This design comes from an exercise in tuning for small area and a short achievable clock period on the open sky130 flow, not from production work. In this exercise RTL edits were held to simulation tests only and were not proved equivalent to the original. No activity file was given, so power comes from the tool's default toggle rates.

`flow/flow/run.sh`:
```
#!/bin/bash
# Layout flow: the standard ORFS flow (standard.sh, all steps), with
#  - an area-oriented ABC mapping script for the synthesis's logic mapping
#    (abc_area_map.script; the registers are mapped as in the standard
#    synthesis, before ABC),
#  - plain buffers (buf_2) instead of delay buffers on the ports,
#  - a smaller clock tree: clkbuf_8 buffers, no dummy loads,
#  - a setup margin for the flow's repair_timing calls a little beyond the
#    slack the layout reaches without it, so that the repair upsizes the
#    weak drivers on the few paths that set the achieved period.
# The clock period and constraints are the standard flow's (constraint.sdc, config.mk).
# Each tool's output is in orfs/logs/; make's own output in orfs_flow.log.
set -euo pipefail
W=$(pwd)
rm -rf "$W/scripts_local"
cp -r "$FLOW_HOME/scripts" "$W/scripts_local"
cp "$W/flow/abc_area_map.script" "$W/scripts_local/abc_speed.script"
export SCRIPTS_DIR="$W/scripts_local"
export BUFFER_PORTS_ARGS="-buffer_cell sky130_fd_sc_hd__buf_2"
export CTS_ARGS="-sink_clustering_enable -repair_clock_nets -buf_list sky130_fd_sc_hd__clkbuf_8 -root_buf sky130_fd_sc_hd__clkbuf_8 -dont_use_dummy_load -sink_clustering_size 20 -sink_clustering_max_diameter 100"
export SETUP_SLACK_MARGIN=22.0
export TNS_END_PERCENT=0
bash standard.sh > "$W/orfs_flow.log" 2>&1
```
`flow/flow/abc_area_map.script`:
```
strash
dc2
dch -f
amap
topo
buffer -c
dnsize -c
```
`flow/standard.sh`:
```
#!/bin/bash
# synth_recipe.tcl (not shown) runs the flow's synth.tcl, then flattens the netlist and writes it again
# the make line also repeats each setting of config.mk as NAME=value (left out here)
make -C /OpenROAD-flow-scripts/flow DESIGN_CONFIG=/design/flow/config.mk WORK_HOME=/design/flow/orfs CLKGATE_MAP_FILE= SYNTH_SCRIPT=/design/flow/synth_recipe.tcl "${@:-finish}"
```
`flow/config.mk`:
```
export PLATFORM = sky130hd
export DESIGN_NAME = lane_symbol_path
export DESIGN_NICKNAME = lane_symbol_path
export VERILOG_FILES = /design/flow/design.v
export SDC_FILE = /design/flow/constraint.sdc
export NUM_CORES = 4
export LEC_CHECK = 0
export CAP_MARGIN = 20
export CORE_MARGIN = 2
export CORE_UTILIZATION = 40
export SLEW_MARGIN = 20
```
`flow/constraint.sdc`:
```
create_clock -name core_clock -period 34.0 [get_ports {clk}]
set_input_delay 6.8000 -clock core_clock [delete_from_list [all_inputs] [get_ports {clk}]]
set_output_delay 6.8000 -clock core_clock [all_outputs]
set_load 0.01 [all_outputs]
```
`flow/design.v`:
```
module lane_symbol_path (
    input  wire        clk,
    input  wire        rst,            
    input  wire        rx_valid,       
    input  wire [19:0] rx_bits,
    input  wire        cdr_lock,       
    input  wire        comma_align,    
    input  wire        bitslip,        
    input  wire        decode_check,   
    output reg         tx_valid,       
    output reg  [19:0] tx_bits,        
    output reg  [1:0]  code_err,       
    output reg  [1:0]  disp_err,       
    output reg         sym_lock,       
    output reg  [3:0]  word_phase      
);
    function [3:0] group_info(input [9:0] c);
        reg a, b, cc, d, e, i, f, g, h, j;
        reg [3:0] na, nd, nf;       
        reg [6:0] q6;               
        reg [4:0] q4;               
        reg k28n, k28p, kx7n, kx7p;
        reg xm, xp, ym, yp, bm, bp, pm, am, pp, ap;
        reg vn, vp, hi, n5;
        begin
            {j, h, g, f, i, e, d, cc, b, a} = c;
            na[0] = !a & !b & !cc;
            na[1] = (a & !b & !cc) | (!a & b & !cc) | (!a & !b & cc);
            na[2] = (a & b & !cc) | (a & !b & cc) | (!a & b & cc);
            na[3] = a & b & cc;
            nd[0] = !d & !e & !i;
            nd[1] = (d & !e & !i) | (!d & e & !i) | (!d & !e & i);
            nd[2] = (d & e & !i) | (d & !e & i) | (!d & e & i);
            nd[3] = d & e & i;
            nf[0] = !f & !g & !h;
            nf[1] = (f & !g & !h) | (!f & g & !h) | (!f & !g & h);
            nf[2] = (f & g & !h) | (f & !g & h) | (!f & g & h);
            nf[3] = f & g & h;
            q6[0] = na[0] & nd[0];
            q6[1] = (na[1] & nd[0]) | (na[0] & nd[1]);
            q6[2] = (na[2] & nd[0]) | (na[1] & nd[1]) | (na[0] & nd[2]);
            q6[3] = (na[3] & nd[0]) | (na[2] & nd[1]) | (na[1] & nd[2]) | (na[0] & nd[3]);
            q6[4] = (na[3] & nd[1]) | (na[2] & nd[2]) | (na[1] & nd[3]);
            q6[5] = (na[3] & nd[2]) | (na[2] & nd[3]);
            q6[6] = na[3] & nd[3];
            q4[0] = nf[0] & !j;
            q4[1] = (nf[1] & !j) | (nf[0] & j);
            q4[2] = (nf[2] & !j) | (nf[1] & j);
            q4[3] = (nf[3] & !j) | (nf[2] & j);
            q4[4] = nf[3] & j;
            hi = q6[6] | (q6[5] & !q4[0]) | (q6[4] & (q4[2] | q4[3] | q4[4])) |
                 (q6[3] & (q4[3] | q4[4])) | (q6[2] & q4[4]);
            n5 = (q6[5] & q4[0]) | (q6[4] & q4[1]) | (q6[3] & q4[2]) |
                 (q6[2] & q4[3]) | (q6[1] & q4[4]);
            xm = q6[3] & !(!a & !b & !cc);        
            xp = q6[4] & !(a & b & cc & d);       
            yp = q6[3] & !(a & b & cc);           
            ym = q6[2] & !(!a & !b & !cc & !d);   
            k28n = xp & e & i & !a & !b;          
            k28p = ym & !e & !i & a & b;          
            kx7n = (e & !i) | k28n;               
            kx7p = (!e & i) | k28p;               
            bm = (q4[2] & (f | g)) | (q4[3] & f & j);       
            bp = (q4[2] & !(f & g)) | (q4[1] & !f & !j);    
            pm = q4[3] & !j;
            am = q4[3] & !f;
            pp = q4[1] & j;
            ap = q4[1] & f;
            vn = (xm & (bm | (pm & !(e & i)) | (am & e & i))) |
                 (xp & (bp | (pp & !k28n) | (ap & kx7n)));
            vp = (yp & (bp | (pp & (e | i)) | (ap & !e & !i))) |
                 (ym & (bm | (pm & !k28p) | (am & kx7p)));
            group_info = {hi, !n5, vp, vn};
        end
    endfunction
    reg [19:0] prev_word;
    reg        have_prev;
    reg        ph_half;        
    reg [2:0]  ph_idx;
    reg        have_bnd;       
    reg        good_cnt;       
    reg        oph_half;       
    reg [2:0]  oph_idx;
    reg [1:0]  oth_cnt;        
    reg [19:0] grp_q;          
    reg        dc_q;           
    reg        b_rx_rd;        
    reg        b_rx_known;
    reg        b_out_rd;
    reg        kill;           
    wire        take   = rx_valid && have_prev;
    wire [25:0] window = {rx_bits[5:0], prev_word};
    reg  [19:0] cf;
    integer     s;
    always @(*)
        for (s = 0; s < 20; s = s + 1)
            cf[s] = (window[s +: 7] == 7'b1111100) || (window[s +: 7] == 7'b0000011);
    reg  [3:0]  pres, eqp, eqo;
    reg  [2:0]  qi [0:3];      
    reg  [4:0]  blk;
    integer     b;
    always @(*) begin
        for (b = 0; b < 4; b = b + 1) begin
            blk     = cf[b*5 +: 5];
            pres[b] = |blk;
            qi[b]   = {blk[4], blk[3] | blk[2], blk[3] | blk[1]};
            eqp[b]  = (ph_half == b[0]) && (ph_idx == qi[b]);     
            eqo[b]  = (oph_half == b[0]) && (oph_idx == qi[b]);   
        end
    end
    wire [3:0] fst = {pres[3] & ~|pres[2:0], pres[2] & ~|pres[1:0], pres[1] & !pres[0], pres[0]};
    wire [3:0] lst = {pres[3], pres[2] & !pres[3], pres[1] & ~|pres[3:2], pres[0] & ~|pres[3:1]};
    wire       any_c = |pres;
    wire       one_c = |(fst & lst);
    wire       e02   = |(cf[4:0] & cf[14:10]);
    wire       e13   = |(cf[9:5] & cf[19:15]);
    wire       sm2   = pres[0] & !pres[1] & pres[2] & e02;    
    wire       sm3   = pres[1] & !pres[2] & pres[3] & e13;    
    wire       same_fs   = sm2 | (!pres[0] & sm3);            
    wire       same_last = (sm2 & !pres[3]) | sm3;            
    wire       two_same  = (sm2 & !pres[3]) | (!pres[0] & sm3);
    wire       eqp_f = |(fst & eqp);
    wire       eqo_f = |(fst & eqo);
    wire       eqp_l = |(lst & eqp);
    wire       unlocked_ok = have_bnd & !sym_lock;
    wire       oth_run = sym_lock & eqo_f & (oth_cnt != 2'd0);   
    wire       unl   = oth_run & ((oth_cnt == 2'd3) | ((oth_cnt == 2'd2) & same_fs));
    wire       unl2  = oth_run & (oth_cnt == 2'd2) & same_fs;
    wire       c_lk  = (unlocked_ok & eqp_f & (good_cnt | same_fs)) | (sym_lock & !unl);
    wire       c_gd  = one_c ? (unlocked_ok & eqp_f) : (same_last & !unl2);
    wire       l_half = lst[1] | lst[3];
    wire [2:0] l_idx  = ({3{lst[0]}} & qi[0]) | ({3{lst[1]}} & qi[1]) |
                        ({3{lst[2]}} & qi[2]) | ({3{lst[3]}} & qi[3]);
    reg  [1:0] c_oc;
    always @(*) begin
        if (eqp_l)
            c_oc = 2'd0;
        else if (same_last)
            c_oc = (two_same & oth_run) ? 2'd3 : 2'd2;
        else
            c_oc = (one_c & oth_run) ? oth_cnt + 2'd1 : 2'd1;
    end
    wire       run_chain = comma_align && cdr_lock && take && any_c;
    reg        n_lock, n_have_bnd, n_good, n_half, n_ohalf;
    reg [2:0]  n_idx, n_oidx;
    reg [1:0]  n_oth_cnt;
    always @(*) begin
        n_have_bnd = have_bnd && comma_align && cdr_lock;
        n_lock     = sym_lock && comma_align && cdr_lock;
        n_good     = good_cnt;
        n_ohalf    = oph_half;
        n_oidx     = oph_idx;
        n_oth_cnt  = oth_cnt;
        n_half     = ph_half;
        n_idx      = ph_idx;
        if (run_chain) begin
            n_have_bnd = 1'b1;
            n_lock     = c_lk;
            n_good     = c_gd;
            n_ohalf    = l_half;
            n_oidx     = l_idx;
            n_oth_cnt  = c_oc;
            if (!c_lk) begin
                n_half = l_half;
                n_idx  = l_idx;
            end
        end else if (!comma_align && bitslip) begin
            if (ph_idx == 3'd4) begin
                n_half = !ph_half;
                n_idx  = 3'd0;
            end else
                n_idx  = ph_idx + 3'd1;
        end
    end
    wire [38:0] win_full = {rx_bits[18:0], prev_word};
    wire [23:0] sh5      = n_half ? win_full[28:5] : win_full[23:0];
    reg  [19:0] groups;
    integer     m;
    wire [4:0]  sel_oh = rst ? 5'b00000 : (5'b00001 << n_idx);
    always @(*)
        for (m = 0; m < 20; m = m + 1)
            groups[m] = (sel_oh[0] & sh5[m])   | (sel_oh[1] & sh5[m+1]) |
                        (sel_oh[2] & sh5[m+2]) | (sel_oh[3] & sh5[m+3]) |
                        (sel_oh[4] & sh5[m+4]);
    reg [9:0]  grp;
    reg        vn, vp, unb, hi, inr, fwd;
    reg        a_rx_rd, a_rx_known, a_out_rd;
    integer    k;
    always @(*) begin
        a_rx_rd    = b_rx_rd;
        a_rx_known = b_rx_known && dc_q;
        a_out_rd   = b_out_rd;
        tx_bits    = 20'd0;
        code_err   = 2'b00;
        disp_err   = 2'b00;
        for (k = 0; k < 2; k = k + 1) begin
            grp = grp_q[k*10 +: 10];
            {hi, unb, vp, vn} = group_info(grp);
            inr = a_rx_rd ? vp : vn;
            fwd = !dc_q || (a_rx_known && inr && (a_rx_rd == a_out_rd));
            if (dc_q) begin
                if (!(vn || vp)) begin
                    code_err[k] = 1'b1;
                    a_rx_known  = 1'b0;
                end else if (a_rx_known) begin
                    disp_err[k] = !inr;
                    a_rx_rd     = a_rx_rd ^ !inr ^ unb;
                end else if (!(vn && vp)) begin
                    a_rx_rd     = vp ^ unb;
                    a_rx_known  = 1'b1;
                end
            end
            tx_bits[k*10 +: 10] = fwd ? grp : (a_out_rd ? 10'b1110100001 : 10'b0001011110);
            if (fwd && unb)
                a_out_rd = hi;
        end
    end
    always @(*)
        word_phase = ph_half ? {1'b0, ph_idx} + 4'd5 : {1'b0, ph_idx};
    always @(posedge clk)
        if (rx_valid)
            prev_word <= rx_bits;
    always @(posedge clk)
        if (rst || take)
            grp_q <= groups;
    always @(posedge clk) begin
        if (rst) begin
            have_prev   <= 1'b0;
            sym_lock    <= 1'b0;
            have_bnd    <= 1'b0;
            ph_half     <= 1'b0;
            ph_idx      <= 3'd0;
            good_cnt    <= 1'b0;
            oph_half    <= 1'b0;
            oph_idx     <= 3'd0;
            oth_cnt     <= 2'd0;
            tx_valid    <= 1'b0;
            dc_q        <= 1'b0;
            b_rx_rd     <= 1'b0;
            b_rx_known  <= 1'b0;
            b_out_rd    <= 1'b0;
            kill        <= 1'b0;
        end else begin
            sym_lock   <= n_lock;
            have_bnd   <= n_have_bnd;
            ph_half    <= n_half;
            ph_idx     <= n_idx;
            good_cnt   <= n_good;
            oph_half   <= n_ohalf;
            oph_idx    <= n_oidx;
            oth_cnt    <= n_oth_cnt;
            tx_valid   <= take;
            if (rx_valid)
                have_prev <= 1'b1;
            if (take) begin
                dc_q       <= decode_check;
                b_rx_rd    <= a_rx_rd;
                b_rx_known <= a_rx_known && !kill;
                b_out_rd   <= a_out_rd;
                kill       <= 1'b0;
            end else if (!decode_check) begin
                kill       <= 1'b1;
            end
        end
    end
endmodule
```
==> reports/summary.txt, run 1 <==
Setup Skew -> 0.009284 ns
TritonCTS clock tree -> built
Worst Path Required -> 34.04 ns
DR vias -> 6146
layout cell share with drive strength beyond 1 -> 11.59%
Design Area, Final -> 5903 µm²
Antenna diodes -> 0
worst setup path end -> grp_q[9]$_DFFE_PP_
Worst setup SP type -> input port
period utilization -> 34.21%
vias per cell -> 6.252
total clock sinks -> 60
H-tree depth -> 3
global route overflow -> 0
CP arrival -> 11.67 ns
Max transition margin -> 40.60%
Post-DP HPWL -> 13680 µm
crit-path leading delay family -> compound AO/OA/AOI/OAI gates
Worst Reg-to-Reg Cells -> 25
Netlist cell types -> 41
async set or reset register ratio after synthesis -> 0%
Horiz. Die Dim -> 118.4 µm
drt initial violations -> 583
IO Count -> 57
fin crit period -> 11.63 ns
Power Dens Cells -> 39.43 nW/µm²
Ys Warns -> 2
largest family of logic cells by synthesized area -> compound AO/OA/AOI/OAI gates
Setup violations, final -> 0
Min Hold Slack -> 0.4673 ns
cell count after synthesis -> 769
worst setup path start -> rx_bits[1]
clock transition at the registers of the reported paths -> 0.06 ns
compound-cell area share of the yosys netlist -> 33.74%
Nets -> 845
Seq pwr share -> 40.4%
Syn Area/Cell -> 6.804 µm²
Port Buffers -> 56
Post-synth top flop -> edfxtp_1
Clock power frac -> 21.0%
FF-to-FF Start -> prev_word[11]$_DFFE_PP_
Final Max Slew Viols -> 0
Final Hold Viols -> 0
Placer Congestion -> 1.014
clk latency of the worst-skew pair -> 0.35 ns
initial core utilization -> 41.30%
commonest non-fill, non-tap cell in the layout -> nor2_1
wire per inst -> 18.19 µm
sequential area share after synthesis -> 30.61%
status -> finished clean
DRT antenna net count -> 0
fin util -> 46.59%
Max Root-Sink Buffers -> 2
Post-CTS Hold Buffers -> 0
iteration count of the initial detailed-routing pass -> 5
Leak -> 2.228 nW
RSZ-0062 raised after global routing -> true
core area -> 12670 µm²
Yosys reg bits -> 60
combinational share of power -> 38.6%
initial antenna violation count -> 0
Worst R2R End -> grp_q[9]$_DFFE_PP_
CTS buffer count -> 9
Adder-Cell Fraction of Synth Area -> 1.196%
setup slack, reg-to-reg -> 28.20 ns
buffers plus inverters on the worst setup path -> 6
Post-synth EDFFs -> 40
post-synthesis cell area -> 5233 µm²
Stages on worst setup path -> 23
simple-gate share of the synthesized area -> 24.61%
Routed WL -> 17880 µm
critical path cell sequence -> buf_2 -> inv_1 -> nand2_1 -> nor3_1 -> nand3_1 -> o22ai_1 -> inv_1 -> nand4_1 -> clkinv_1 -> nor2_1 -> o41ai_1 -> o21ai_0 -> o21ai_0 -> o21a_1 -> nor2_1 -> o22ai_1 -> o21ai_2 -> buf_4 -> clkinvlp_4 -> o22ai_1 -> nor2_1 -> nor3_1 -> o221ai_1
Max-Cap Viols -> 0
Worst-Margin Slew -> 0.8888 ns
Synthesized Nets -> 801
total power -> 232.8 µW
delay of the slowest critical-path stage -> 0.43 ns
Net Sw Frac -> 40.02%
first-pass GRT wire length -> 28230 µm
Hold WC Path Type -> reg -> reg
Worst VDD drop -> 0.01978 mV
Sw Pwr -> 93.16 µW
die area -> 14010 µm²
P_int -> 139.6 µW
commonest cells after routing, fill and taps aside -> 161 x nor2_1, 107 x inv_1, 68 x nand2_1
CP Capture Type -> flop
mux share of post-synthesis cell area -> 0%
vias in the first global route -> 5577
Tot GR Track Use -> 24.84%
crit path kind -> in -> reg
DRC violations left -> 0
Max Freq -> 85.98 MHz
post-route setup TNS -> 0 ns
placed cell area -> 5637 µm²
slowest CP cell -> o22ai_1
largest net degree at the start of global routing -> 27
xor/xnor share of the synthesized area -> 0%
Row Count -> 41
die height -> 118.4 µm
CP max FO -> 27
Area Growth Syn to Fin -> 12.82%
CTS root buffer -> clkbuf_8
Setup Fix Bufs, Post-CTS -> 0
[tightest hold or removal path, stage by stage (launching register included)]
cell and delay [ns]:
dfxtp_1 0.31, inv_1 0.05, a21oi_1 0.06
[flip-flops by register name (all words and copies together) (netlist names)]
register	cells
grp_q	20
prev_word	20
oph_idx	3
ph_idx	3
oth_cnt	2
b_out_rd	1
b_rx_known	1
b_rx_rd	1
dc_q	1
good_cnt	1
have_bnd	1
have_prev	1
kill	1
oph_half	1
ph_half	1
sym_lock	1
tx_valid	1
[cells in the mapped netlist, types with 5 or more instances]
| master | count | area, µm² |
|---|---|---|
| inv_1 | 108 | 405.4 |
| a31oi_1 | 17 | 106.4 |
| ha_1 | 5 | 62.56 |
| clkbuf_1 | 21 | 78.83 |
| edfxtp_1 | 40 | 1201 |
| nand2_1 | 68 | 255.2 |
| o21a_1 | 10 | 75.07 |
| o21ai_0 | 53 | 265.3 |
| o22a_1 | 7 | 61.31 |
| a21oi_1 | 25 | 125.1 |
| o221ai_1 | 32 | 280.3 |
| nand3_1 | 16 | 80.08 |
| nor3_1 | 28 | 140.1 |
| or2_2 | 5 | 31.28 |
| nand4_1 | 9 | 56.30 |
| nor4_1 | 15 | 93.84 |
| a211oi_1 | 7 | 52.55 |
| a41oi_1 | 6 | 52.55 |
| o32ai_1 | 6 | 52.55 |
| dfxtp_1 | 20 | 400.4 |
| o22ai_1 | 67 | 419.2 |
| a22oi_1 | 7 | 52.55 |
| nor2_1 | 161 | 604.3 |
[cells by family (layout without fill, tap and decap cells)]
| logic type | after synthesis | after routing |
|---|---|---|
| flops | 60 | 60 |
| fa+ha+maj | 5 | 5 |
| buf+inv | 136 | 178 |
| simple gates | 306 | 306 |
| compound gates | 262 | 262 |
[layout make-up]
class | instances | area (µm²)
inverter | 111 | 420.4
timing repair buffer | 57 | 287.8
sequential | 60 | 1602
clock buffer | 9 | 123.9
fill | 1339 | 6768
tap | 172 | 215.2
timing repair inverter | 1 | 7.507
multi-input combinational | 573 | 3247
[worst min-delay path by stage]
stage	start	to	slack [ns]	depth (start not counted)
final	kill$_SDFFE_PP0N_	kill$_SDFFE_PP0N_	0.47	2
after global routing	kill$_SDFFE_PP0N_	kill$_SDFFE_PP0N_	0.50	2
after CTS	kill$_SDFFE_PP0N_	kill$_SDFFE_PP0N_	0.47	2
after detailed placement	kill$_SDFFE_PP0N_	kill$_SDFFE_PP0N_	0.46	2
after global placement	kill$_SDFFE_PP0N_	kill$_SDFFE_PP0N_	0.44	2
after floorplan	kill$_SDFFE_PP0N_	kill$_SDFFE_PP0N_	0.43	2
[per-layer routing]
metal	wire, µm	track usage [%]	vias to the layer above
li1	-	-	2924
met3	1146	4.199	50
met2	8448	41.40	297
met4	657	10.64	0
met1	7629	31.67	2875
met5	0	0	-
[metrics by stage]
step	std cells	worst slack (ns)
2_1_floorplan	769	23.48
3_3_place_gp	973	22.07
3_5_place_dp	973	21.95
4_1_cts	982	22.13
5_1_grt	983	21.91
6_report	983	22.37
[power groups by stage]
stage | clock network, mW | logic (mW) | registers [mW]
3_5_place_dp | 0 | 0.0853 | 0.0950
4_1_cts | 0.0507 | 0.0857 | 0.0934
2_1_floorplan | 0 | 0.0634 | 0.0909
5_1_grt | 0.0532 | 0.0990 | 0.0949
3_3_place_gp | 0 | 0.0840 | 0.0951
6_report | 0.0490 | 0.0898 | 0.0940
[timing repair]
| item | 4_1_cts | 5_1_grt |
|---|---|---|
| resized for setup | 1 | 22 |
| pin swaps | 0 | 0 |
| endpoints found under the setup margin | 10 | 30 |
| gates cloned | 0 | 1 |
==> run 2: changes to the inputs <==
--- a/flow/flow/run.sh
+++ b/flow/flow/run.sh
@@ -19,5 +19,5 @@
 export BUFFER_PORTS_ARGS="-buffer_cell sky130_fd_sc_hd__buf_2"
 export CTS_ARGS="-sink_clustering_enable -repair_clock_nets -buf_list sky130_fd_sc_hd__clkbuf_8 -root_buf sky130_fd_sc_hd__clkbuf_8 -dont_use_dummy_load -sink_clustering_size 20 -sink_clustering_max_diameter 100"
-export SETUP_SLACK_MARGIN=22.0
+export SETUP_SLACK_MARGIN=23.0
 export TNS_END_PERCENT=0
 bash standard.sh > "$W/orfs_flow.log" 2>&1
--- a/flow/config.mk
+++ b/flow/config.mk
@@ -9,3 +9,3 @@
 export CORE_MARGIN = 2
 export CORE_UTILIZATION = 40
-export SLEW_MARGIN = 20
+export SLEW_MARGIN = 60
==> run 2 against run 1 <==
Net effect: power up 10%; largest cell class unchanged; clock skew fell by 0.0035 ns; global-route usage grew 0.19 points; first-iteration DRC count is 13% higher; critical endpoint is now tx_bits[10]; largest power group is now combinational logic; count of clock-buffer cells in the layout unchanged; worst setup slack better by 0.70 ns.
==> reports/summary.txt, run 2 <==
Max Freq -> 91.51 MHz
Design Area, Final -> 6526 µm²
Max Root-Sink Buffers -> 2
Layout Cells excl Fill -> 1021
Setup Skew -> 0.005769 ns
commonest cells after routing, fill and taps aside -> 147 x nor2_1, 99 x inv_1, 62 x nand2_1
period utilization -> 32.14%
Post-DP HPWL -> 13680 µm
post-synthesis cell area -> 5233 µm²
DRT antenna net count -> 0
crit-path leading delay family -> compound AO/OA/AOI/OAI gates
top cells by count, synth -> 161 x nor2_1, 108 x inv_1, 68 x nand2_1, 67 x o22ai_1, 53 x o21ai_0
Area Growth Syn to Fin -> 24.73%
IO Count -> 57
post-route setup TNS -> 0 ns
placed insts -> 977
Worst VDD drop -> 0.02061 mV
Ys Warns -> 2
Post-synth EDFFs -> 40
Tot GR Track Use -> 25.03%
Placer Congestion -> 1.014
Port Buffers -> 56
sequential area share after synthesis -> 30.61%
vias in the first global route -> 5700
total power -> 256.2 µW
Power Dens Cells -> 39.26 nW/µm²
critical path cell sequence -> inv_2 -> nand2_4 -> nor2_4 -> inv_2 -> nand2_2 -> nor2_1 -> nor2_2 -> nor2_1 -> o32a_1 -> o21a_1 -> a31oi_4 -> inv_2 -> o21ai_2 -> nor2_1 -> a21oi_1 -> nor2_1 -> o32ai_2 -> buf_4 -> clkinvlp_4 -> a21oi_4 -> a31oi_4 -> buf_4 -> o21a_1 -> buf_2
top-count cell post-synth -> nor2_1
buffers plus inverters on the worst setup path -> 7
initial core utilization -> 41.30%
Worst setup SP type -> flop
clk latency of the worst-skew pair -> 0.35 ns
Row Count -> 41
Max transition margin -> 62.59%
setup ws final -> 23.07 ns
placed cell area -> 5727 µm²
CP max FO -> 6
largest net degree at the start of global routing -> 28
Worst-Margin Slew -> 0.5553 ns
Horiz. Die Dim -> 118.4 µm
RSZ-0062 raised after global routing -> true
Place WS -> 22.22 ns
most used cell, CP -> nor2_1
Synthesized Nets -> 801
async set or reset register ratio after synthesis -> 0%
Synth area leaders -> edfxtp_1 23%, nor2_1 12%, o22ai_1 8.0%
biggest regs -> grp_q x20, prev_word x20
CTS root buffer -> clkbuf_8
Hold WC Path Type -> reg -> reg
slowest CP cell -> edfxtp_1
initial antenna violation count -> 0
H-tree depth -> 3
TritonCTS clock tree -> built
share of the synthesized area in the top cell type -> 22.96%
die area -> 14010 µm²
drt initial violations -> 661
Syn Area/Cell -> 6.804 µm²
DRC violations left -> 0
CP Capture Type -> output port
vias per cell -> 6.305
Yosys top cell by area -> edfxtp_1
Layout fillers -> 1227
iteration count of the initial detailed-routing pass -> 5
wire per inst -> 18.54 µm
cell count after synthesis -> 769
delay of the slowest critical-path stage -> 0.40 ns
Setup violations, final -> 0
fin crit period -> 10.93 ns
Nets -> 883
Max-Cap Viols -> 0
CTS buffer count -> 9
DR vias -> 6437
Worst Path Required -> 27.20 ns
Final Max Slew Viols -> 0
core area -> 12670 µm²
Netlist cell types -> 41
Final Hold Viols -> 0
crit path kind -> reg -> out
global route overflow -> 0
status -> finished clean
Antenna diodes -> 0
Leak -> 2.466 nW
Routed WL -> 18930 µm
clock transition at the registers of the reported paths -> 0.06 ns
Post-synth top flop -> edfxtp_1
layout cell share with drive strength beyond 1 -> 22.73%
first-pass GRT wire length -> 28420 µm
Yosys reg bits -> 60
commonest non-fill, non-tap cell in the layout -> nor2_1
total clock sinks -> 60
die height -> 118.4 µm
CP arrival -> 4.13 ns
[run 2: report_power, final]
part / leakage [nW] / switching (mW) / total (mW) / internal, mW
clock network: 0.0647 / 0.0264 / 0.0500 / 0.0235
logic: 1.84 / 0.0694 / 0.111 / 0.0418
registers: 0.566 / 0.00949 / 0.0950 / 0.0855
total: 2.47 / 0.105 / 0.256 / 0.151
[run 2: repair_timing]
| action | in CTS | in global routing |
|---|---|---|
| cloned | 2 | 2 |
| hold buffers | 0 | 0 |
| resized for setup | 39 | 66 |
| pin swaps | 4 | 15 |
| buffers inserted | 6 | 25 |
| setup endpoints to repair | 30 | 31 |
[run 2: final cells by class]
cell class | count | area, µm² | area share [%]
multi-input cells | 576 | 3600 | 55.16
flip-flops and latches | 60 | 1602 | 24.54
repair buffers | 92 | 548.0 | 8.397
inverters | 111 | 430.4 | 6.595
well taps | 172 | 215.2 | 3.298
clock buffers | 9 | 123.9 | 1.898
repair inverters | 1 | 7.507 | 0.1150
[run 2: path summary, 6_finish.rpt]
kind | depth (start not counted) | end | start | slack (ns)
setup reg to reg | 24 | grp_q[19]$_DFFE_PP_ | prev_word[13]$_DFFE_PP_ | 28.69
setup / recovery | 24 | tx_bits[10] | grp_q[6]$_DFFE_PP_ | 23.07
hold / removal | 2 | kill$_SDFFE_PP0N_ | kill$_SDFFE_PP0N_ | 0.47
hold reg to reg | 2 | kill$_SDFFE_PP0N_ | kill$_SDFFE_PP0N_ | 0.47
[run 2: cells by family after synthesis]
family	synth area share (%)
simple gates	24.61
compound gates	33.74
buf+inv	9.852
flops	30.61
fa+ha+maj	1.196
[run 2: per-layer routing]
metal  GRT usage [%]  routed length, µm
met2           41.55               8898
met4           10.64                794
met5               0                  0
met3           4.247               1383
met1           32.08               7851
[run 2: tightest hold or removal path, delay by kind of cell (launching register included)]
kind                   cells  cell delay (ns)
AOI/OAI and AO/OA          1             0.06
buffers and inverters      1             0.05
DFF                        1             0.31
[run 2: metrics by stage]
| step | util [%] | hold WS [ns] |
|---|---|---|
| final | 51.51 | 0.4678 |
| after global routing | 51.51 | 0.5029 |
| after CTS | 48.15 | 0.4759 |
| after detailed placement | 45.20 | 0.4648 |
| after global placement | 44.49 | 0.4413 |
| after floorplan | - | 0.4304 |
==> run 3: changes to the inputs <==
--- a/flow/flow/run.sh
+++ b/flow/flow/run.sh
@@ -19,5 +19,5 @@
 export BUFFER_PORTS_ARGS="-buffer_cell sky130_fd_sc_hd__buf_2"
 export CTS_ARGS="-sink_clustering_enable -repair_clock_nets -buf_list sky130_fd_sc_hd__clkbuf_8 -root_buf sky130_fd_sc_hd__clkbuf_8 -dont_use_dummy_load -sink_clustering_size 20 -sink_clustering_max_diameter 100"
-export SETUP_SLACK_MARGIN=23.0
+export SETUP_SLACK_MARGIN=22.6
 export TNS_END_PERCENT=0
 bash standard.sh > "$W/orfs_flow.log" 2>&1
==> run 3 against run 2 <==
Net effect: still clean on timing, DRC and antenna; sequential share of layout area grew 2.1 points; non-clock buffer count shrank 23; synthesized cell count is the same; first-iteration DRC count shrank 8.0%; sequential power shrank 1%; register-to-register slack lost 0.20 ns; count of clock-buffer cells in the layout is the same; flip-flop and latch count is the same.
==> reports/summary.txt, run 3 <==
status -> finished clean
fin util -> 47.38%
DR vias -> 6201
Worst setup SP type -> flop
Seq pwr share -> 39.9%
Post-CTS Hold Buffers -> 0
die area -> 14010 µm²
Setup Skew -> 0.006190 ns
Nets -> 856
Post-synth top flop -> edfxtp_1
CP max FO -> 10
CP arrival -> 4.35 ns
Sw Pwr -> 95.19 µW
Worst Reg-to-Reg Cells -> 26
Syn Area/Cell -> 6.804 µm²
core area -> 12670 µm²
Yosys reg bits -> 60
wire per inst -> 18.05 µm
Ys Warns -> 2
post-route setup TNS -> 0 ns
fin crit period -> 11.15 ns
global route overflow -> 0
Worst Path Required -> 27.20 ns
first-pass GRT wire length -> 27900 µm
FF-to-FF Start -> prev_word[11]$_DFFE_PP_
commonest cells after routing, fill and taps aside -> 157 x nor2_1, 106 x inv_1, 66 x nand2_1
TritonCTS clock tree -> built
Synth area leaders -> edfxtp_1 23%, nor2_1 12%, o22ai_1 8.0%
Worst Hold End -> kill$_SDFFE_PP0N_
Area Growth Syn to Fin -> 14.73%
DRT antenna net count -> 0
Antenna diodes -> 0
Net Sw Frac -> 40.38%
Max transition margin -> 63.04%
Max Freq -> 89.66 MHz
Min Hold Slack -> 0.4678 ns
drt initial violations -> 608
Synthesized Nets -> 801
Final Max Slew Viols -> 0
Hold Crit Start -> kill$_SDFFE_PP0N_
async set or reset register ratio after synthesis -> 0%
top-count cell post-synth -> nor2_1
biggest regs -> grp_q x20, prev_word x20
Row Count -> 41
CP Capture Type -> output port
initial antenna violation count -> 0
crit path kind -> reg -> out
Power Dens Cells -> 39.27 nW/µm²
layout cell share with drive strength beyond 1 -> 13.63%
IO Count -> 57
Placer Congestion -> 1.014
Leak -> 2.287 nW
die height -> 118.4 µm
cell count after synthesis -> 769
P_int -> 140.6 µW
Tot GR Track Use -> 24.56%
Hold WC Path Type -> reg -> reg
initial core utilization -> 41.30%
top cells by count, synth -> 161 x nor2_1, 108 x inv_1, 68 x nand2_1, 67 x o22ai_1, 53 x o21ai_0
DRC violations left -> 0
Routed WL -> 17940 µm
Netlist cell types -> 41
Post-DP HPWL -> 13680 µm
Worst VDD drop -> 0.02055 mV
post-synthesis cell area -> 5233 µm²
Setup violations, final -> 0
Post-synth EDFFs -> 40
vias in the first global route -> 5598
iteration count of the initial detailed-routing pass -> 6
H-tree depth -> 3
largest net degree at the start of global routing -> 27
clk latency of the worst-skew pair -> 0.35 ns
Layout fillers -> 1283
Max-Cap Viols -> 0
placed cell area -> 5727 µm²
share of the synthesized area in the top cell type -> 22.96%
Horiz. Die Dim -> 118.4 µm
clock transition at the registers of the reported paths -> 0.06 ns
Max Root-Sink Buffers -> 2
sequential area share after synthesis -> 30.61%
Worst-Margin Slew -> 0.5487 ns
Final Hold Viols -> 0
Design Area, Final -> 6003 µm²
period utilization -> 32.80%
Clock power frac -> 21.1%
RSZ-0062 raised after global routing -> true
Worst R2R End -> grp_q[9]$_DFFE_PP_
commonest non-fill, non-tap cell in the layout -> nor2_1
vias per cell -> 6.238
hold path cells -> 2
CTS root buffer -> clkbuf_8
CTS buffer count -> 9
setup slack, reg-to-reg -> 28.49 ns
Yosys top cell by area -> edfxtp_1
combinational share of power -> 39.1%
total clock sinks -> 60
Port Buffers -> 56
==> run 3: routing by layer <==
metal / global-route usage, % / wire (µm) / vias up
met2: 41.51 / 8540 / 316
met3: 3.958 / 1215 / 49
met4: 9.152 / 584 / 0
met5: 0 / 0 / -
li1: - / - / 2953
met1: 31.51 / 7603 / 2883
==> run 3: timing repair <==
action | 4_1_cts | 5_1_grt
buffers inserted | 1 | 7
pin swaps | 1 | 3
gates resized for setup | 1 | 20
endpoints found under the setup margin | 8 | 30
==> run 3: worst max-delay path, cell delays in order, from the launching register on <==
cell and delay, ns:
edfxtp_1 0.40, inv_2 0.11, nand2_1 0.09, nor2_1 0.16, inv_1 0.10, nand2_1 0.10
nor2_1 0.06, nor2_1 0.15, nor2_1 0.08, o32a_1 0.30, o21a_1 0.18, a31oi_2 0.19
inv_1 0.13, o21ai_1 0.18, nor2_1 0.07, a21oi_1 0.17, nor2_1 0.08, o32ai_2 0.40
inv_1 0.16, a21oi_2 0.22, a31oi_4 0.17, buf_4 0.18, o21ai_0 0.16, buf_2 0.16
==> run 3: power by group through the flow <==
stage | logic, mW | registers, mW | clock network (mW)
3_5_place_dp | 0.0864 | 0.0951 | 0
6_report | 0.0921 | 0.0940 | 0.0497
3_3_place_gp | 0.0840 | 0.0951 | 0
5_1_grt | 0.102 | 0.0946 | 0.0530
2_1_floorplan | 0.0634 | 0.0909 | 0
4_1_cts | 0.0872 | 0.0936 | 0.0506
==> run 3: per-stage QoR <==
| stage | setup slack [ns] | total power, mW | cells |
|---|---|---|---|
| after floorplan | 23.48 | 0.1543 | 769 |
| after global placement | 22.07 | 0.1790 | 973 |
| after detailed placement | 22.22 | 0.1815 | 977 |
| after CTS | 22.57 | 0.2314 | 987 |
| after global routing | 22.57 | 0.2497 | 994 |
| final | 22.85 | 0.2358 | 994 |
==> run 3: cell type report <==
| type | instances | area (µm²) | share of cell area (%) |
|---|---|---|---|
| inverter | 111 | 420.4 | 7.003 |
| tap | 172 | 215.2 | 3.585 |
| multi-input combinational | 573 | 3274 | 54.54 |
| clock buffer | 9 | 123.9 | 2.063 |
| sequential | 60 | 1602 | 26.68 |
| timing repair buffer | 69 | 367.9 | 6.128 |
==> run 3: worst max path at each step <==
stage | from | end | slack, ns | cells after the start
after detailed placement | rx_bits[1] | grp_q[4]$_DFFE_PP_ | 22.22 | 23
after CTS | rx_bits[1] | grp_q[4]$_DFFE_PP_ | 22.57 | 23
after global routing | grp_q[6]$_DFFE_PP_ | tx_bits[19] | 22.57 | 23
after global placement | rx_bits[1] | grp_q[10]$_DFFE_PP_ | 22.07 | 20
final | grp_q[6]$_DFFE_PP_ | tx_bits[14] | 22.85 | 23
after floorplan | rx_bits[1] | grp_q[17]$_DFFE_PP_ | 23.48 | 19
==> run 3: cell families after synthesis <==
logic type / share of synthesized area (%)
simple gates: 24.61
buf+inv: 9.852
compound gates: 33.74
flops: 30.61
fa+ha+maj: 1.196
==> run 4: changes to the inputs <==
--- a/flow/flow/run.sh
+++ b/flow/flow/run.sh
@@ -5,5 +5,5 @@
 #    synthesis, before ABC),
 #  - plain buffers (buf_2) instead of delay buffers on the ports,
-#  - a smaller clock tree: clkbuf_8 buffers, no dummy loads,
+#  - a smaller clock tree: clkbuf_4 buffers, no dummy loads,
 #  - a setup margin for the flow's repair_timing calls a little beyond the
 #    slack the layout reaches without it, so that the repair upsizes the
@@ -18,5 +18,5 @@
 export SCRIPTS_DIR="$W/scripts_local"
 export BUFFER_PORTS_ARGS="-buffer_cell sky130_fd_sc_hd__buf_2"
-export CTS_ARGS="-sink_clustering_enable -repair_clock_nets -buf_list sky130_fd_sc_hd__clkbuf_8 -root_buf sky130_fd_sc_hd__clkbuf_8 -dont_use_dummy_load -sink_clustering_size 20 -sink_clustering_max_diameter 100"
+export CTS_ARGS="-sink_clustering_enable -repair_clock_nets -buf_list sky130_fd_sc_hd__clkbuf_4 -root_buf sky130_fd_sc_hd__clkbuf_4 -dont_use_dummy_load -sink_clustering_size 12 -sink_clustering_max_diameter 100"
 export SETUP_SLACK_MARGIN=22.6
 export TNS_END_PERCENT=0
==> run 4 against run 3 <==
Net effect: still clean on timing, DRC and antenna; via count increased by 0.27%; register-to-register slack better by 0.02 ns; routed wire length rose by 0.38%; fmax increased by 0.30%; area after synthesis did not move; clock power is 26% lower; final cell count rose by 0.10%; utilization down 0.28 points; non-clock buffer count is the same; critical path type unchanged; largest power group unchanged.
==> reports/summary.txt, run 4 <==
most used cell, CP -> nor2_1
total clock sinks -> 60
DRT antenna net count -> 0
async set or reset register ratio after synthesis -> 0%
vias per cell -> 6.249
crit path kind -> reg -> out
Final Max Slew Viols -> 0
Routed WL -> 18010 µm
Yosys reg bits -> 60
fin crit period -> 11.12 ns
CP Capture Type -> output port
CP max FO -> 6
Setup violations, final -> 0
slowest CP cell -> edfxtp_1
CP arrival -> 4.32 ns
top cells by count, synth -> 161 x nor2_1, 108 x inv_1, 68 x nand2_1, 67 x o22ai_1, 53 x o21ai_0
sequential area share after synthesis -> 30.61%
Max transition margin -> 64.33%
Nets -> 857
cell count after synthesis -> 769
Worst-Margin Slew -> 0.5295 ns
commonest cells after routing, fill and taps aside -> 157 x nor2_1, 105 x inv_1, 66 x nand2_1
Tot GR Track Use -> 24.51%
Post-DP HPWL -> 13680 µm
Worst VDD drop -> 0.01789 mV
total power -> 223.9 µW
initial antenna violation count -> 0
Horiz. Die Dim -> 118.4 µm
Antenna diodes -> 0
IO Count -> 57
Yosys top cell by area -> edfxtp_1
DR vias -> 6218
period utilization -> 32.71%
buffers plus inverters on the worst setup path -> 6
DRC violations left -> 0
Placer Congestion -> 1.014
clk latency of the worst-skew pair -> 0.42 ns
post-route setup TNS -> 0 ns
Final Hold Viols -> 0
delay of the slowest critical-path stage -> 0.41 ns
Hold WC Path Type -> reg -> reg
die height -> 118.4 µm
RSZ-0062 raised after global routing -> true
Syn Area/Cell -> 6.804 µm²
share of the synthesized area in the top cell type -> 22.96%
global route overflow -> 0
biggest regs -> grp_q x20, prev_word x20
clock transition at the registers of the reported paths -> 0.10 ns
Power Dens Cells -> 37.52 nW/µm²
Post-synth top flop -> edfxtp_1
Row Count -> 41
Port Buffers -> 56
vias in the first global route -> 5588
Max Root-Sink Buffers -> 2
largest net degree at the start of global routing -> 27
core area -> 12670 µm²
Max Freq -> 89.93 MHz
layout cell share with drive strength beyond 1 -> 13.85%
placed insts -> 977
crit-path leading delay family -> compound AO/OA/AOI/OAI gates
Post-synth EDFFs -> 40
Area Growth Syn to Fin -> 14.06%
CTS root buffer -> clkbuf_4
top-count cell post-synth -> nor2_1
critical path cell sequence -> inv_2 -> nand2_1 -> nor2_1 -> inv_1 -> nand2_1 -> nor2_1 -> nor2_1 -> nor2_1 -> o32a_1 -> o21a_1 -> a31oi_2 -> inv_1 -> o21ai_1 -> nor2_1 -> a21oi_1 -> nor2_1 -> o32ai_4 -> inv_2 -> o22ai_2 -> a31oi_4 -> buf_4 -> o21ai_0 -> buf_2
first-pass GRT wire length -> 27810 µm
Netlist cell types -> 41
Setup Skew -> 0.01157 ns
CTS buffer count -> 9
status -> finished clean
TritonCTS clock tree -> built
wire per inst -> 18.10 µm
Layout Cells excl Fill -> 995
initial core utilization -> 41.30%
die area -> 14010 µm²
Max-Cap Viols -> 0
Synthesized Nets -> 801
commonest non-fill, non-tap cell in the layout -> nor2_1
post-synthesis cell area -> 5233 µm²
Worst Path Required -> 27.20 ns
Leak -> 2.267 nW
Synth area leaders -> edfxtp_1 23%, nor2_1 12%, o22ai_1 8.0%
iteration count of the initial detailed-routing pass -> 8
Worst setup SP type -> flop
Ys Warns -> 2
Post-CTS Hold Buffers -> 0
H-tree depth -> 3
drt initial violations -> 607
run 4: cell counts after synthesis:
No cell type changed its count.
run 4: layout make-up:
cell class	count	area, µm²
Inverter	111	420.4
Sequential cell	60	1602
Clock buffer	9	67.56
Fill cell	1298	6703
Timing Repair Buffer	69	367.9
Tap cell	172	215.2
Multi-Input combinational cell	574	3296
run 4: cell families (layout without fill, tap and decap cells):
| kind of cell | after synthesis | in the layout | synth area share [%] |
|---|---|---|---|
| AO/OA/AOI/OAI | 262 | 263 | 33.74 |
| flip-flops | 60 | 60 | 30.61 |
| adder cells (fa/ha/maj) | 5 | 5 | 1.196 |
| AND/OR/NAND/NOR | 306 | 306 | 24.61 |
| buffers and inverters | 136 | 189 | 9.852 |
run 4: repair_timing:
item / in CTS / in global routing
cloned: 0 / 1
endpoints found under the setup margin: 10 / 30
pin swaps: 1 / 3
buffers inserted: 1 / 7
resized for setup: 1 / 22
run 4: worst paths after layout:
| kind | start | to | slack (ns) | depth (start not counted) |
|---|---|---|---|---|
| worst min-delay path | kill$_SDFFE_PP0N_ | kill$_SDFFE_PP0N_ | 0.47 | 2 |
| worst max register to register | prev_word[11]$_DFFE_PP_ | grp_q[9]$_DFFE_PP_ | 28.51 | 26 |
| worst max-delay path | grp_q[6]$_DFFE_PP_ | tx_bits[14] | 22.88 | 23 |
| worst min register to register | kill$_SDFFE_PP0N_ | kill$_SDFFE_PP0N_ | 0.47 | 2 |
run 4: routing by layer:
metal / global-route usage [%] / vias up / wire, µm
met5: 0 / - / 0
met2: 41.15 / 292 / 8653
met4: 9.747 / 0 / 554
met3: 4.006 / 46 / 1104
met1: 31.42 / 2923 / 7699
li1: - / 2957 / -
run 4: power breakdown:
group | internal (mW) | switching (mW)
Clock | 0.0123 | 0.0245
Sequential | 0.0853 | 0.00849
Combinational | 0.0318 | 0.0615
run 4: metrics by stage:
step	area, µm²	utilization, %	hold WS (ns)	setup slack (ns)
floorplan	5233	-	0.4304	23.48
global placement	5637	44.49	0.4413	22.07
detailed placement	5727	45.20	0.4648	22.22
CTS	5809	45.85	0.4809	22.62
global route	5968	47.10	0.5088	22.59
finish	5968	47.10	0.4725	22.88
run 4: worst min-delay path, cell delays in order (launching register included):
cell,delay [ns]
dfxtp_1,0.32
inv_1,0.05
a21oi_1,0.06
==> run 5: changes to the inputs <==
--- a/flow/flow/run.sh
+++ b/flow/flow/run.sh
@@ -17,5 +17,5 @@
 cp "$W/flow/abc_area_map.script" "$W/scripts_local/abc_speed.script"
 export SCRIPTS_DIR="$W/scripts_local"
-export BUFFER_PORTS_ARGS="-buffer_cell sky130_fd_sc_hd__buf_2"
+export BUFFER_PORTS_ARGS="-buffer_cell sky130_fd_sc_hd__buf_1"
 export CTS_ARGS="-sink_clustering_enable -repair_clock_nets -buf_list sky130_fd_sc_hd__clkbuf_4 -root_buf sky130_fd_sc_hd__clkbuf_4 -dont_use_dummy_load -sink_clustering_size 12 -sink_clustering_max_diameter 100"
 export SETUP_SLACK_MARGIN=22.6
==> run 5 against run 4 <==
Net effect: synthesized cell count did not move; design area rose by 1.4%; highest routed layer unchanged; sequential share of layout area fell by 0.36 points; worst hold slack got worse by 0.0075 ns; clock power barely moved; still clean; register-to-register slack improved by 0.06 ns; via count fell by 0.77%; clock skew rose by 0.013 ns; critical path depth fell by 4; critical endpoint is now tx_bits[15]; worst setup slack got worse by 0.055 ns; global-route usage fell by 0.74 points.
==> reports/summary.txt, run 5 <==
status -> finished clean
Row Count -> 41
Final Max Slew Viols -> 0
die height -> 118.4 µm
post-route setup TNS -> 0 ns
Synthesized Nets -> 801
RSZ-0062 raised after global routing -> true
Area Growth Syn to Fin -> 15.61%
drt initial violations -> 616
largest net degree at the start of global routing -> 27
commonest cells after routing, fill and taps aside -> 155 x nor2_1, 105 x inv_1, 65 x nand2_1
crit-path leading delay family -> compound AO/OA/AOI/OAI gates
Hold WC Path Type -> reg -> reg
placed insts -> 978
Netlist cell types -> 41
IO Count -> 57
commonest non-fill, non-tap cell in the layout -> nor2_1
Layout Cells excl Fill -> 997
first-pass GRT wire length -> 27310 µm
Max-Cap Viols -> 0
Worst setup SP type -> flop
crit path kind -> reg -> out
post-synthesis cell area -> 5233 µm²
Leak -> 2.128 nW
buffers plus inverters on the worst setup path -> 4
Setup violations, final -> 0
Syn Area/Cell -> 6.804 µm²
clk latency of the worst-skew pair -> 0.42 ns
Worst-Margin Slew -> 0.5302 ns
Hold Crit Start -> kill$_SDFFE_PP0N_
total power -> 227.4 µW
Max transition margin -> 64.19%
wire per inst -> 17.50 µm
clock transition at the registers of the reported paths -> 0.09 ns
CTS root buffer -> clkbuf_4
fin crit period -> 11.17 ns
Post-synth EDFFs -> 40
total clock sinks -> 60
setup ws final -> 22.83 ns
iteration count of the initial detailed-routing pass -> 5
async set or reset register ratio after synthesis -> 0%
fin util -> 47.74%
TritonCTS clock tree -> built
setup slack, reg-to-reg -> 28.57 ns
Yosys top cell by area -> edfxtp_1
vias per cell -> 6.189
H-tree depth -> 3
share of the synthesized area in the top cell type -> 22.96%
Setup Skew -> 0.02426 ns
sequential area share after synthesis -> 30.61%
biggest regs -> grp_q x20, prev_word x20
cell count after synthesis -> 769
Synth area leaders -> edfxtp_1 23%, nor2_1 12%, o22ai_1 8.0%
die area -> 14010 µm²
vias in the first global route -> 5536
Worst Path Required -> 27.20 ns
DR vias -> 6170
core area -> 12670 µm²
delay of the slowest critical-path stage -> 0.47 ns
DRT antenna net count -> 0
Tot GR Track Use -> 23.78%
Yosys reg bits -> 60
Routed WL -> 17450 µm
Power Dens Cells -> 37.60 nW/µm²
Post-synth top flop -> edfxtp_1
Worst VDD drop -> 0.01880 mV
global route overflow -> 0
hold path cells -> 2
Nets -> 859
Post-DP HPWL -> 13090 µm
Horiz. Die Dim -> 118.4 µm
critical path cell sequence -> inv_1 -> nor2_2 -> nand2_1 -> o21ai_1 -> o22a_1 -> o21ai_0 -> inv_1 -> nor2_1 -> a311oi_1 -> o221ai_2 -> or2_2 -> a31oi_1 -> o32ai_4 -> inv_2 -> o22ai_4 -> a31oi_4 -> nand2_1 -> o21ai_0 -> buf_1
CP arrival -> 4.37 ns
Ys Warns -> 2
layout cell share with drive strength beyond 1 -> 10.30%
Max Freq -> 89.49 MHz
initial core utilization -> 41.30%
period utilization -> 32.87%
Port Buffers -> 56
CP max FO -> 7
Worst Reg-to-Reg Cells -> 24
Antenna diodes -> 0
slowest CP cell -> edfxtp_1
worst setup path start -> grp_q[4]$_DFFE_PP_
Place WS -> 22.21 ns
Placer Congestion -> 0.9756
Max Root-Sink Buffers -> 2
FF-to-FF Start -> prev_word[8]$_DFFE_PP_
DRC violations left -> 0
Worst R2R End -> grp_q[4]$_DFFE_PP_
top-count cell post-synth -> nor2_1
CP Capture Type -> output port
top cells by count, synth -> 161 x nor2_1, 108 x inv_1, 68 x nand2_1, 67 x o22ai_1, 53 x o21ai_0
initial antenna violation count -> 0
Layout fillers -> 1327
Worst Hold End -> kill$_SDFFE_PP0N_
Final Hold Viols -> 0
CTS buffer count -> 9
run 5: cell counts after synthesis:
No cell type changed its count.
run 5: metal layers:
metal	GRT usage, %	vias up	share of wire [%]
met1	30.38	2904	43
met3	3.475	33	6.0
met5	0	-	0
met4	8.482	0	2.6
met2	40.79	276	48
li1	-	2957	-
run 5: worst register-to-register path, stage by stage (launching register included):
cell      delay (ns)
edfxtp_1        0.48
inv_1           0.15
nand2_1         0.14
nor3_1          0.06
a32oi_1         0.40
nand2_1         0.22
inv_1           0.16
nand4_1         0.33
inv_1           0.33
nand3_1         0.20
nor3_1          0.18
o221ai_1        0.14
o41ai_1         0.13
o211ai_1        0.22
a21oi_1         0.17
o21a_1          0.26
o22ai_1         0.13
o21ai_0         0.21
inv_1           0.22
nand4_1         0.19
buf_2           0.24
buf_2           0.25
nor2_1          0.07
nor3_1          0.14
o221ai_1        0.14
run 5: per-stage QoR:
step | instance area (µm²) | hold WS, ns
after detailed placement | 5665 | 0.4524
after global routing | 6050 | 0.4881
after global placement | 5574 | 0.4411
after CTS | 5757 | 0.4663
after floorplan | 5233 | 0.4304
final | 6050 | 0.4650
run 5: repair_timing:
item / 4_1_cts / 5_1_grt
hold endpoints to repair: 0 / 0
gates resized for setup: 3 / 50
buffers inserted: 1 / 8
setup endpoints to repair: 10 / 30
pin swaps: 2 / 2
hold buffers: 0 / 0
cloned: 0 / 1
run 5: cell families (layout without fill, tap and decap cells):
logic type      after synthesis  in the layout  synth area share, %
compound gates              262            263                33.74
fa+ha+maj                     5              5                1.196
buf+inv                     136            191                9.852
flops                        60             60                30.61
simple gates                306            306                24.61
run 5: worst max-delay path by stage:
| stage | cells past startpoint | slack [ns] | end |
|---|---|---|---|
| global placement | 20 | 21.73 | grp_q[10]$_DFFE_PP_ |
| CTS | 19 | 22.61 | tx_bits[10] |
| global route | 19 | 22.52 | tx_bits[15] |
| floorplan | 19 | 23.48 | grp_q[17]$_DFFE_PP_ |
| finish | 19 | 22.83 | tx_bits[15] |
| detailed placement | 20 | 22.21 | grp_q[10]$_DFFE_PP_ |
run 5: area by class of cell:
class | instances | area (µm²) | share of cell area, %
Inverter | 111 | 422.9 | 6.991
Sequential cell | 60 | 1602 | 26.47
Multi-Input combinational cell | 574 | 3425 | 56.61
Tap cell | 172 | 215.2 | 3.557
Timing Repair Buffer | 71 | 317.8 | 5.253
Clock buffer | 9 | 67.56 | 1.117
run 5: power by group:
| part | switching, mW | internal (mW) | leakage [nW] |
|---|---|---|---|
| logic | 0.0639 | 0.0328 | 1.52 |
| clock network | 0.0245 | 0.0123 | 0.0414 |
| registers | 0.00861 | 0.0854 | 0.566 |
| total | 0.0970 | 0.130 | 2.13 |

[re-timing with driven ports]
No port has a modelled driver above. Below, the same layouts with a new extraction and two added sets of constraints.
Step 1, drivers: a clkbuf_16 drives clk and a buf_2 each remaining input, both assumed.
Step 2 adds t to the input delays and takes it off the output delays; t is the mean of the earliest and latest rising clock arrival at the registers after step 1. Input paths then give back, and output paths get back, about the clock's delay inside the block.
Three values: ideal, step 1, step 2; two values: the first two.
| run | t (ns) | setup slack, ns | slew at the worst register clock pin (ns) |
|---|---|---|---|
| run 1 | 0.377 | 22.369 / 22.386 / 22.010 | 0.06 / 0.06 |
| run 2 | 0.381 | 23.072 / 23.037 / 22.900 | 0.06 / 0.06 |
| run 3 | 0.380 | 22.847 / 22.813 / 22.647 | 0.06 / 0.06 |
| run 4 | 0.444 | 22.880 / 22.853 / 22.606 | 0.10 / 0.10 |
| run 5 | 0.445 | 22.825 / 22.790 / 22.445 | 0.10 / 0.10 |
After both steps setup and hold are still met in every run listed. The setup slack of run 5, which loses most, moves by -0.035 ns with the drivers and by -0.380 ns with both steps.
